From an optimization exercise on the open Yosys and OpenROAD flow, aimed at small area, a short achievable clock period and few clock cycles per item; shortcuts taken in it are not production practice. Function was checked by simulation only, so behaviour that the tests miss may differ from the original. Power and IR drop assume default switching activity.

==> flow/design.v <==
module mx_decode (
    input  wire [15:0]       lane,
    input  wire              e43,       
    input  wire              e52,       
    input  wire              kill,
    output wire              sign,
    output wire [7:0]        e,
    output wire [6:0]        f,
    output wire              is_special,
    output wire              is_zero,
    output wire signed [8:0] enorm,
    output wire [6:0]        mn
);
    wire fp8 = e43 | e52;
    assign sign = !kill && (fp8 ? lane[7] : lane[15]);
    assign e    = e43 ? {4'd0, lane[6:3]} : e52 ? {3'd0, lane[6:2]} : lane[14:7];
    assign f    = e43 ? {lane[2:0], 4'd0} : e52 ? {lane[1:0], 5'd0} : lane[6:0];
    assign is_special = e43 ? (lane[6:0] == 7'h7f) : e52 ? (lane[6:2] == 5'h1f) : (lane[14:7] == 8'hff);
    wire h = |e;
    assign is_zero = !h && (f == 7'd0);
    reg [2:0] lz;
    always @* begin
        casez (f)
            7'b1??????: lz = 3'd0;
            7'b01?????: lz = 3'd1;
            7'b001????: lz = 3'd2;
            7'b0001???: lz = 3'd3;
            7'b00001??: lz = 3'd4;
            7'b000001?: lz = 3'd5;
            default:    lz = 3'd6;
        endcase
    end
    wire [6:0] fs = f << lz;
    assign enorm = (is_zero || kill) ? -9'sd256 : h ? $signed({1'b0, e}) : -$signed({6'd0, lz});
    assign mn    = h ? f : {fs[5:0], 1'b0};
endmodule
module mx_round (
    input  wire              sign,
    input  wire signed [9:0] ena,      
    input  wire [6:0]        mn,
    input  wire signed [9:0] s,        
    input  wire              elem,     
    output wire [7:0]        code,     
    output wire              sat
);
    wire [9:0] w1 = ena - s;
    wire neg  = w1[9];
    wire pos  = !neg && (w1[4:0] != 5'd0);
    wire near = neg && (w1[8:3] == 6'h3f) && (w1[2:1] != 2'b00);    
    wire [2:0] rs = pos ? 3'd0 : near ? 3'd1 - w1[2:0] : (neg ? 3'd7 : 3'd1);
    wire [7:0] y0 = {1'b1, mn};
    wire [7:0] y1 = rs[0] ? {1'b0, y0[7:1]} : y0;
    wire       s1 = rs[0] & y0[0];
    wire [7:0] y2 = rs[1] ? {2'b0, y1[7:2]} : y1;
    wire       s2 = s1 | (rs[1] & |y1[1:0]);
    wire [7:0] x  = rs[2] ? {4'b0, y2[7:4]} : y2;
    wire       lost = s2 | (rs[2] & |y2[3:0]);
    wire st4 = |x[2:0] | lost;
    wire r4  = x[3] & (x[4] | st4);
    wire r2  = x[5] & (x[6] | x[4] | x[3] | st4);
    wire [3:0] ex = pos ? w1[3:0] : 4'd0;
    wire [6:0] m4 = {ex, x[6:4]} + {6'd0, r4};
    wire [2:0] m2 = {ex[1:0], x[6]} + {2'd0, r2};
    wire nz4 = |mn[4:0];
    wire sat4 = !neg & (w1[4] | ((w1[3:0] == 4'hf) & mn[6] & mn[5] & nz4));
    wire sat2 = !neg & ((w1[4:2] != 3'd0) | ((w1[1:0] == 2'd3) & mn[6] & (mn[5] | nz4)));
    assign sat  = elem ? sat2 : sat4;
    wire [6:0] mag = elem ? (sat2 ? 7'd7 : {4'd0, m2}) : (sat4 ? 7'h7e : m4);
    assign code = elem ? {4'd0, sign, mag[2:0]} : {sign, mag};
endmodule
module mx_quant (
    input  wire         clk,
    input  wire         rst,
    input  wire         in_valid,
    output wire         in_ready,
    input  wire [511:0] in_data,
    input  wire [1:0]   in_fmt,
    input  wire         in_elem,
    input  wire [1:0]   in_shift,
    output wire         out_valid,
    input  wire         out_ready,
    output wire [255:0] out_elems,
    output wire [15:0]  out_entry
);
    localparam NRP = 24;         
    reg            v1, v2;       
    reg            full;         
    reg            nfull;        
    reg            ov;           
    reg            wp;           
    reg  [NRP-1:0] rpa, rpb;     
    wire           adv     = !full;
    wire           write   = v2 && !full;
    wire           deliver = ov && out_ready;
    wire           full_n  = full ? !deliver : (write && ov && !deliver);
    wire           ov_n    = full ? 1'b1 : (write || (ov && !deliver));
    assign in_ready  = nfull;
    assign out_valid = ov;
    integer k;
    always @(posedge clk) begin
        if (rst) begin
            v1 <= 1'b0; v2 <= 1'b0; full <= 1'b0; nfull <= 1'b1; ov <= 1'b0; wp <= 1'b0;
        end else begin
            if (adv) begin
                v1 <= in_valid;
                v2 <= v1;
            end
            wp    <= wp ^ write;
            full  <= full_n;
            nfull <= !full_n;
            ov    <= ov_n;
        end
    end
    always @(posedge clk) begin
        for (k = 0; k < NRP; k = k + 1)
            if (rst) begin
                rpa[k] <= 1'b0;
                rpb[k] <= 1'b1;
            end else if (out_ready) begin
                rpa[k] <= rpa[k] ^ ov;
                rpb[k] <= rpb[k] ^ ov;
            end
    end
    reg [511:0] r1_data;
    reg         r1_bf, r1_fp8, r1_e43, r1_e52;
    reg         r1_elem;
    reg [1:0]   r1_shn;
    always @(posedge clk) begin
        if (adv) begin
            r1_data <= in_data;
            r1_bf   <= (in_fmt != 2'd1) && (in_fmt != 2'd2);
            r1_fp8  <= (in_fmt == 2'd1) || (in_fmt == 2'd2);
            r1_e43  <= (in_fmt == 2'd1);
            r1_e52  <= (in_fmt == 2'd2);
            r1_elem <= in_elem;
            r1_shn  <= in_shift;
        end
    end
    wire [31:0]  l_sign, l_special, l_zero;
    wire [223:0] l_mn;
    wire [287:0] l_en;
    wire         any_special;
    integer      i;
    genvar g;
    generate
        for (g = 0; g < 32; g = g + 1) begin : lane
            wire [7:0] e_unused;
            wire [6:0] f_unused;
            mx_decode u_dec (
                .lane (r1_data[16*g +: 16]), .e43 (r1_e43), .e52 (r1_e52), .kill (any_special),
                .sign (l_sign[g]), .e (e_unused), .f (f_unused),
                .is_special (l_special[g]), .is_zero (l_zero[g]),
                .enorm (l_en[9*g +: 9]), .mn (l_mn[7*g +: 7])
            );
        end
    endgenerate
    assign any_special = |l_special;
    wire all_zero = &l_zero;
    wire [255:0] key;
            wire [223:0] frac_all;
    genvar b;
    generate
        for (g = 0; g < 32; g = g + 1) begin : kd
            if (g < 16) begin : kb
                assign key[8*g +: 8] = r1_bf ? r1_data[16*g + 7 +: 8] : {1'b0, r1_data[16*g +: 7]};
            end else begin : kf
                assign key[8*g +: 8] = r1_fp8 ? {1'b0, r1_data[16*g +: 7]} : r1_data[16*g + 7 +: 8];
            end
        end
    endgenerate
    function [3:0] lod16;        
        input [15:0] v;
        reg   [7:0]  v8;
        reg   [3:0]  v4;
        reg   [1:0]  v2;
        begin
            lod16[3] = |v[15:8];
            v8       = lod16[3] ? v[15:8] : v[7:0];
            lod16[2] = |v8[7:4];
            v4       = lod16[2] ? v8[7:4] : v8[3:0];
            lod16[1] = |v4[3:2];
            v2       = lod16[1] ? v4[3:2] : v4[1:0];
            lod16[0] = v2[1];
        end
    endfunction
    wire [15:0] ohh, ohl;
    wire [3:0]  mh, ml;
    wire [31:0] cand;
    generate
        for (b = 0; b < 16; b = b + 1) begin : hb
            wire [31:0] hv;
            for (g = 0; g < 32; g = g + 1) begin : hl
                assign hv[g] = (key[8*g + 4 +: 4] == b);
            end
            assign ohh[b] = |hv;
        end
    endgenerate
    assign mh = lod16(ohh);
    generate
        for (g = 0; g < 32; g = g + 1) begin : cd
            assign cand[g] = (key[8*g + 4 +: 4] == mh);
        end
        for (b = 0; b < 16; b = b + 1) begin : lb
            wire [31:0] lv;
            for (g = 0; g < 32; g = g + 1) begin : ll
                assign lv[g] = cand[g] && (key[8*g +: 4] == b);
            end
            assign ohl[b] = |lv;
        end
    endgenerate
    assign ml = lod16(ohl);
    generate
        for (g = 0; g < 32; g = g + 1) begin : fa
            assign frac_all[7*g +: 7] = r1_data[16*g +: 7];
        end
    endgenerate
    reg [6:0] forall;
    always @* begin
        forall = 7'd0;
        for (i = 0; i < 7; i = i + 1)
            forall[i] = |(frac_all & ({32{7'd1 << i}}));
    end
    wire [4:0]  a    = (r1_elem ? 5'd3 : 5'd15) + {3'd0, r1_shn};
    wire [7:0]  kmx1  = {mh, ml};
    wire [7:0]  emx1  = r1_bf ? kmx1 : r1_e43 ? {4'd0, kmx1[6:3]} : {3'd0, kmx1[6:2]};
    wire [6:0]  fsub1 = r1_bf ? forall : r1_e43 ? {kmx1[2:0], 4'd0} : {kmx1[1:0], 5'd0};
    wire [319:0] l_ena;
    generate
        for (g = 0; g < 32; g = g + 1) begin : ea
            assign l_ena[10*g +: 10] = {l_en[9*g + 8], l_en[9*g +: 9]} + {5'd0, a};
        end
    endgenerate
    reg [31:0]  r2_sign;
    reg [319:0] r2_ena;
    reg [223:0] r2_mn;
    reg [7:0]   r2_emx;
    reg [6:0]   r2_fsub;
    reg [1:0]   r2_shn;
    reg         r2_elem, r2_bf, r2_e43, r2_spec, r2_zero;
    always @(posedge clk) begin
        if (adv) begin
            r2_sign   <= l_sign;
            r2_ena    <= l_ena;
            r2_mn     <= l_mn;
            r2_emx    <= emx1;
            r2_fsub   <= fsub1;
            r2_shn    <= r1_shn;
            r2_elem   <= r1_elem;
            r2_bf     <= r1_bf;
            r2_e43    <= r1_e43;
            r2_spec   <= any_special;
            r2_zero   <= all_zero;
        end
    end
    wire [7:0] emx  = r2_emx;
    wire [6:0] fsub = r2_fsub;
    reg [2:0] lzt;
    always @* begin
        casez (fsub)
            7'b1??????: lzt = 3'd0;
            7'b01?????: lzt = 3'd1;
            7'b001????: lzt = 3'd2;
            7'b0001???: lzt = 3'd3;
            7'b00001??: lzt = 3'd4;
            7'b000001?: lzt = 3'd5;
            default:    lzt = 3'd6;
        endcase
    end
    wire        nzmx = (emx != 8'd0);
    wire [4:0]  ab   = (r2_elem ? 5'd2 : 5'd8) + {3'd0, r2_shn};     
    wire        clmp = r2_bf && (!nzmx || (emx <= {3'd0, ab}));
    wire [9:0]  etop = nzmx ? {2'd0, emx} : -{7'd0, lzt};
    wire [9:0]  sv   = clmp ? {5'd0, ab} : etop;
    wire [9:0] abf  = r2_bf ? {5'd0, ab} : r2_e43 ? {5'd0, ab} - 10'd120 : {5'd0, ab} - 10'd112;
    wire [9:0] sc   = clmp ? 10'd0 : etop - abf;
    wire [9:0] r2_entry = r2_spec ? 10'h2ff : r2_zero ? 10'h17f : {2'b00, sc[7:0]};
    wire [255:0] l_code;
    wire [31:0]  l_sat;
    generate
        for (g = 0; g < 32; g = g + 1) begin : quant
            mx_round u_rnd (
                .sign (r2_sign[g]), .ena (r2_ena[10*g +: 10]), .mn (r2_mn[7*g +: 7]),
                .s (sv), .elem (r2_elem),
                .code (l_code[8*g +: 8]), .sat (l_sat[g])
            );
        end
    endgenerate
    wire [266:0] result = {|l_sat, r2_entry, l_code};
    reg [266:0] qa, qb;
    always @(posedge clk) begin
        if (write && !wp) qa <= result;
        if (write &&  wp) qb <= result;
    end
    wire [266:0] head_w;
    genvar j;
    generate
        for (j = 0; j < 267; j = j + 1) begin : omux
            assign head_w[j] = (rpb[j % NRP] & qa[j]) | (rpa[j % NRP] & qb[j]);
        end
    endgenerate
    assign out_elems = head_w[255:0];
    assign out_entry = {5'd0, head_w[266:256]};
endmodule
clock: 34.0 ns
lec_check: 0
abc_area: 1
cap_margin: 50
core_margin: 2
core_utilization: 40
slew_margin: 70
standard.sh (not shown) runs the stock make flow with config.mk's settings and CLKGATE_MAP_FILE= SYNTH_SCRIPT=/design/flow/synth_recipe.tcl, a recipe that flattens the netlist after the stock synthesis.
==> flow/flow/run.sh <==
#!/bin/bash
# Layout flow: the standard ORFS flow (standard.sh, unchanged synthesis),
# with one difference: the input and output ports are buffered with
# sky130_fd_sc_hd__buf_2 instead of the cell buffer_ports picks by default.
set -euo pipefail
here=$(pwd)
cp config.mk flow_config.mk
echo 'export BUFFER_PORTS_ARGS = -buffer_cell sky130_fd_sc_hd__buf_2' >> flow_config.mk
sed "s#DESIGN_CONFIG=[^ ]*#DESIGN_CONFIG=$here/flow_config.mk#" standard.sh > flow_standard.sh
bash flow_standard.sh finish > flow_make.log 2>&1
The baseline finished with timing, DRC and antenna clean.
Testbench counts at the start, summed over its fixed seeds: cycles 3,224, items 3,200.
Then changed:
--- a/flow/design.v
+++ b/flow/design.v
@@ -43,11 +43,10 @@
     output wire [7:0]        code,     
     output wire              sat
 );
-    wire [9:0] w1 = ena - s;
-    wire neg  = w1[9];
-    wire pos  = !neg && (w1[4:0] != 5'd0);
-    wire near = neg && (w1[8:3] == 6'h3f) && (w1[2:1] != 2'b00);    
-    wire [2:0] rs = pos ? 3'd0 : near ? 3'd1 - w1[2:0] : (neg ? 3'd7 : 3'd1);
+    wire signed [9:0] w1 = ena - s;
+    wire pos  = (w1 > 10'sd0);
+    wire far  = (w1 < -10'sd6);
+    wire [2:0] rs = pos ? 3'd0 : far ? 3'd7 : 3'd1 - w1[2:0];
     wire [7:0] y0 = {1'b1, mn};
     wire [7:0] y1 = rs[0] ? {1'b0, y0[7:1]} : y0;
     wire       s1 = rs[0] & y0[0];
@@ -62,8 +61,8 @@
     wire [6:0] m4 = {ex, x[6:4]} + {6'd0, r4};
     wire [2:0] m2 = {ex[1:0], x[6]} + {2'd0, r2};
     wire nz4 = |mn[4:0];
-    wire sat4 = !neg & (w1[4] | ((w1[3:0] == 4'hf) & mn[6] & mn[5] & nz4));
-    wire sat2 = !neg & ((w1[4:2] != 3'd0) | ((w1[1:0] == 2'd3) & mn[6] & (mn[5] | nz4)));
+    wire sat4 = (w1 > 10'sd15) | ((w1 == 10'sd15) & mn[6] & mn[5] & nz4);
+    wire sat2 = (w1 > 10'sd3)  | ((w1 == 10'sd3) & mn[6] & (mn[5] | nz4));
     assign sat  = elem ? sat2 : sat4;
     wire [6:0] mag = elem ? (sat2 ? 7'd7 : {4'd0, m2}) : (sat4 ? 7'h7e : m4);
     assign code = elem ? {4'd0, sign, mag[2:0]} : {sign, mag};
@@ -82,7 +81,7 @@
     output wire [255:0] out_elems,
     output wire [15:0]  out_entry
 );
-    localparam NRP = 24;         
+    localparam NRP = 16;         
     reg            v1, v2;       
     reg            full;         
     reg            nfull;        
@@ -221,9 +220,6 @@
             forall[i] = |(frac_all & ({32{7'd1 << i}}));
     end
     wire [4:0]  a    = (r1_elem ? 5'd3 : 5'd15) + {3'd0, r1_shn};
-    wire [7:0]  kmx1  = {mh, ml};
-    wire [7:0]  emx1  = r1_bf ? kmx1 : r1_e43 ? {4'd0, kmx1[6:3]} : {3'd0, kmx1[6:2]};
-    wire [6:0]  fsub1 = r1_bf ? forall : r1_e43 ? {kmx1[2:0], 4'd0} : {kmx1[1:0], 5'd0};
     wire [319:0] l_ena;
     generate
         for (g = 0; g < 32; g = g + 1) begin : ea
@@ -233,8 +229,8 @@
     reg [31:0]  r2_sign;
     reg [319:0] r2_ena;
     reg [223:0] r2_mn;
-    reg [7:0]   r2_emx;
-    reg [6:0]   r2_fsub;
+    reg [7:0]   r2_kmx;
+    reg [6:0]   r2_forall;
     reg [1:0]   r2_shn;
     reg         r2_elem, r2_bf, r2_e43, r2_spec, r2_zero;
     always @(posedge clk) begin
@@ -242,8 +238,8 @@
             r2_sign   <= l_sign;
             r2_ena    <= l_ena;
             r2_mn     <= l_mn;
-            r2_emx    <= emx1;
-            r2_fsub   <= fsub1;
+            r2_kmx    <= {mh, ml};
+            r2_forall <= forall;
             r2_shn    <= r1_shn;
             r2_elem   <= r1_elem;
             r2_bf     <= r1_bf;
@@ -252,8 +248,9 @@
             r2_zero   <= all_zero;
         end
     end
-    wire [7:0] emx  = r2_emx;
-    wire [6:0] fsub = r2_fsub;
+    wire [7:0] kmx = r2_kmx;
+    wire [7:0] emx = r2_bf ? kmx : r2_e43 ? {4'd0, kmx[6:3]} : {3'd0, kmx[6:2]};
+    wire [6:0] fsub = r2_bf ? r2_forall : r2_e43 ? {kmx[2:0], 4'd0} : {kmx[1:0], 5'd0};
     reg [2:0] lzt;
     always @* begin
         casez (fsub)
Result: Routed wire length is higher by about 6%; setup slack got worse by 0.34 ns; cell count is higher by about 3%; total power is lower by about 6%; global-route usage is higher by 2.0 points.
Testbench counts after the change, summed over its fixed seeds: cycles 3,224, items 3,200.

[what the ideal ports hide]
No port has a modelled driver above. Below, the same layouts with a new extraction and two added sets of constraints.
Step 1, drivers: a clkbuf_16 drives clk and a buf_2 each remaining input, both assumed.
Step 2 times the ports against the registers' clock, not the clock port: input delays grow and output delays shrink by t, the midpoint of the rising clock arrivals with the driver on.
a / b / c = no drivers / after step 1 / after step 2; a / b = the first two.
run | shift t [ns] | setup WS [ns] | worst setup path at the end | slew at the worst register clock pin (ns) | cell pins on the clock port's net
the first run | 1.041 | 25.159 / 25.035 / 25.454 | register to register | 0.09 / 0.09 | 1
the second run | 1.040 | 24.822 / 24.693 / 25.221 | register to register | 0.09 / 0.09 | 1
After both steps every run listed still meets setup and hold.
